From an optimization exercise on the open Yosys and OpenROAD flow, aimed at small area, a short achievable clock period and few clock cycles per item; shortcuts taken in it are not production practice.
RTL that was checked went through simulation tests only; none was proved equivalent to the original.
Power figures rest on the tool's default switching activity, not on a simulated workload.

## run 1
Design mtr_pulse, start of the top module:
module mtr_pulse (
    input  wire        clk,
    input  wire        rst,
    input  wire        in_valid,
    output wire        in_ready,
    input  wire        in_op,         
    input  wire [47:0] in_de,         
    input  wire [39:0] in_ts,         
    input  wire [23:0] in_dt,         
    input  wire [31:0] in_const,      
    output wire        out_valid,
    input  wire        out_ready,
    output wire [39:0] out_start,     
    output wire        busy,
    output wire [63:0] resid,         
    output wire [31:0] count          
);
    localparam [39:0] PULSE_DELAY_US = 40'd25000;
    localparam [39:0] KH_RESET       = 40'd225000;    
    reg        s1_valid;
    reg        s1_op;
    reg [47:0] s1_de;
    reg [39:0] s1_ts;         
    reg [23:0] s1_dt;
    reg [60:0] a_q;           
    reg [39:0] kh_q;          
    reg [31:0] count_q;
    reg        rep_q;         
    reg        sl_valid;
    reg [47:0] sl_f;
    reg [47:0] sl_de;
    reg [23:0] sl_dt;
    reg [39:0] sl_ts;
    reg        dv_busy;
    reg        dv_fin;        
    reg [4:0]  dv_cnt;        
    reg        dv_b;          
    reg [47:0] dv_f;
    reg [47:0] dv_de;
    reg [47:0] dv_r;
    reg [23:0] dv_x;          
    reg [39:0] dv_ts;
    reg        o_pend;        
    reg        o_rnd;
    reg        o_valid;
    reg [39:0] o_start;
    wire fin_out  = dv_busy && dv_fin && !o_valid && !o_pend;
    wire dv_take  = sl_valid && (!dv_busy || fin_out);
    wire sl_space = !sl_valid || dv_take;
    wire s1_leave = s1_valid && !rep_q && (s1_op || sl_space);
    wire s1_free  = !s1_valid || s1_leave;
    assign in_ready  = s1_free;
  ...
For scale: about 4,700 cells after synthesis, about 290 I/O pins.
clock: 12.0 ns
lec_check: 0
cap_margin: 20
core_margin: 2
core_utilization: 40
slew_margin: 20
standard.sh (not shown) runs the stock make flow with config.mk's settings and CLKGATE_MAP_FILE= SYNTH_SCRIPT=/design/flow/synth_recipe.tcl, a recipe that flattens the netlist after the stock synthesis.
==> flow/flow/run.sh <==
#!/bin/bash
set -euo pipefail
bash standard.sh SETUP_SLACK_MARGIN=7.25 CORE_UTILIZATION=60 finish > standard_make.log 2>&1
Run 1 reached the end of the flow, and the finished layout is clean on the timing, DRC and antenna checks.
Testbench counts of run 1, summed over its fixed seeds: cycles 27,111, increments 19,380.
[inputs] run 2 vs run 1
==> flow/flow/run.sh <==
#!/bin/bash
set -euo pipefail
bash standard.sh SETUP_SLACK_MARGIN=7.0 CORE_UTILIZATION=60 finish > standard_make.log 2>&1
### Flow results
Non-clock buffer share of cell area was higher in run 1 than in run 2.
Compared with run 1, in run 2 wire length of the first global-routing pass shows a reduction of about 1%; total wire length after detailed routing shows a reduction of about 1.2%; number of cells on the worst reg-to-reg path shows an increase of 2.
What run 3 does differently from run 2 at the input level:
==> flow/flow/run.sh <==
#!/bin/bash
set -euo pipefail
bash standard.sh SETUP_SLACK_MARGIN=7.5 CORE_UTILIZATION=60 finish > standard_make.log 2>&1
Post-cts resize count: run 3 higher than run 2. Post-route clock period utilization was lower in run 3 than in run 2. The lower relative contribution of the clock network to total power came out of run 3. After detailed routing, run 2 needs less wire than run 3. Fraction of final layout cells with drive strength greater than 1 delta for run 3 relative to run 2: 5.9 points higher. Relative to run 2, maximum fanout count along the critical path has increased by 4 in run 3.

---

Another version of the RTL of mtr_pulse (not shown whole).
Size: roughly 4300 cells after synthesis, roughly 290 I/O pins.
Settings: LEC_CHECK=0, CAP_MARGIN=20, CORE_MARGIN=2, CORE_UTILIZATION=40, SLEW_MARGIN=20; clock period 12.0 ns.
==> flow/flow/run.sh <==
#!/bin/bash
set -euo pipefail
bash standard.sh SETUP_SLACK_MARGIN=8.5 finish > standard_make.log 2>&1
==> next run, changes <==
==> flow/run.sh (new file) <==
#!/bin/bash
# synth_recipe.tcl (not shown) runs the flow's synth.tcl, then flattens the netlist and writes it again
# the make line also repeats each setting of config.mk as NAME=value (left out here)
make -C /OpenROAD-flow-scripts/flow DESIGN_CONFIG=/design/flow/config.mk WORK_HOME=/design/flow/orfs CLKGATE_MAP_FILE= SYNTH_SCRIPT=/design/flow/synth_recipe.tcl finish
removed: flow/flow/run.sh
removed: flow/standard.sh
Result:
- core utilization is lower by 8.9 points
- setup slack got worse by 1.3 ns
- power falls by 21%
- wire length is lower by 17%
- cell area goes down by 16%
No functional check of the RTL was part of any run of this note.

---

## the reference run
mtr_pulse, a different RTL version from the one above (not shown whole).
Size in the first run: ~4700 cells after synthesis, ~670 flip-flops, ~290 I/O pins.
==> flow/design.v (excerpt) <==
module mtr_pulse (
    input  wire        clk,
    input  wire        rst,
    input  wire        in_valid,
    output wire        in_ready,
    input  wire        in_op,         
    input  wire [47:0] in_de,         
    input  wire [39:0] in_ts,         
    input  wire [23:0] in_dt,         
    input  wire [31:0] in_const,      
    output wire        out_valid,
    input  wire        out_ready,
    output wire [39:0] out_start,     
    output wire        busy,
    output wire [63:0] resid,         
    output wire [31:0] count          
);
==> flow/config.mk <==
export PLATFORM = sky130hd
export DESIGN_NAME = mtr_pulse
export DESIGN_NICKNAME = mtr_pulse
export VERILOG_FILES = /design/flow/design.v
export SDC_FILE = /design/flow/constraint.sdc
export NUM_CORES = 4
export LEC_CHECK = 0
export CAP_MARGIN = 20
export CORE_MARGIN = 2
export CORE_UTILIZATION = 40
export SLEW_MARGIN = 20
==> flow/constraint.sdc <==
create_clock -name core_clock -period 12.0 [get_ports {clk}]
set_input_delay 2.4000 -clock core_clock [delete_from_list [all_inputs] [get_ports {clk}]]
set_output_delay 2.4000 -clock core_clock [all_outputs]
set_load 0.01 [all_outputs]
==> flow/flow/run.sh <==
#!/bin/bash
set -euo pipefail
bash standard.sh SETUP_SLACK_MARGIN=6.5 finish > standard_make.log 2>&1
The reference run finished every step from synthesis to the final layout, and the layout passed the timing, DRC and antenna checks.
Testbench counts of the reference run, summed over its fixed seeds: cycles 27,111, increments 19,380.
Setup changes, the reference run to the trial run
==> flow/flow/run.sh <==
#!/bin/bash
set -euo pipefail
bash standard.sh SETUP_SLACK_MARGIN=7.0 CORE_UTILIZATION=60 finish > standard_make.log 2>&1
--- outcome ---
Diff the reference run -> the trial run | routed wire length | down by a few percent
Compared with the reference run, count of clock-buffer cells in the layout in the trial run decreased slightly.
Going from the reference run to the trial run, the die area was shrunk.
Summary — share of power burned in the clock network, the trial run relative to the reference run: lower, by 1.3 points.
Area added between synthesis and finish for the trial run is lower than for the reference run.
The cell area after layout of the trial run and that of the reference run are within noise of each other.
The initial antenna violation count of the trial run falls short of that of the reference run by 1.
Lower power among the reference run and the trial run: the reference run
Each of the runs, namely the reference run and the trial run, reached the end of the flow and came out clean.
Between the reference run and the trial run, initial DRC count is lower for the reference run, the trial run comes in above that.
The lower worst setup slack came out of the reference run.

## port drivers added, routing unchanged
In the flow no input, the clock included, has a driving cell. The finished layouts below were timed again as built, in two steps. Step 1 (the two cells are an assumption about what drives the block):
set clk [get_ports {clk}]
set_driving_cell -lib_cell sky130_fd_sc_hd__clkbuf_16 $clk
set_driving_cell -lib_cell sky130_fd_sc_hd__buf_2 [delete_from_list [all_inputs] $clk]
Step 2 also shifts input and output timing later by t, the mid clock arrival at the registers, as if the neighbouring blocks saw the same clock. Slacks: ideal / step 1 / step 2; pairs: ideal / step 1.
| run | t, ns | setup slack, ns | clock arrival spread, ns |
|---|---|---|---|
| run 1 | 0.697 | 7.238 / 7.221 / 6.931 | 0.038 / 0.038 |
| run 2 | 0.696 | 7.077 / 7.007 / 7.119 | 0.023 / 0.023 |
| run 3 | 0.713 | 7.223 / 7.223 / 7.223 | 0.038 / 0.038 |
| the first run of note 2 | 0.705 | 6.131 / 6.166 / 5.462 | 0.037 / 0.037 |
| the second run of note 2 | 0.702 | 4.860 / 4.860 / 4.382 | 0.019 / 0.019 |
| the reference run | 0.722 | 6.662 / 6.626 / 6.662 | 0.048 / 0.049 |
| the trial run | 0.689 | 7.045 / 7.045 / 6.957 | 0.039 / 0.039 |
After both steps every run listed still meets setup and hold. For the first run of note 2, which loses most, drivers alone change the setup slack by +0.035 ns; drivers and shift together by -0.669 ns.
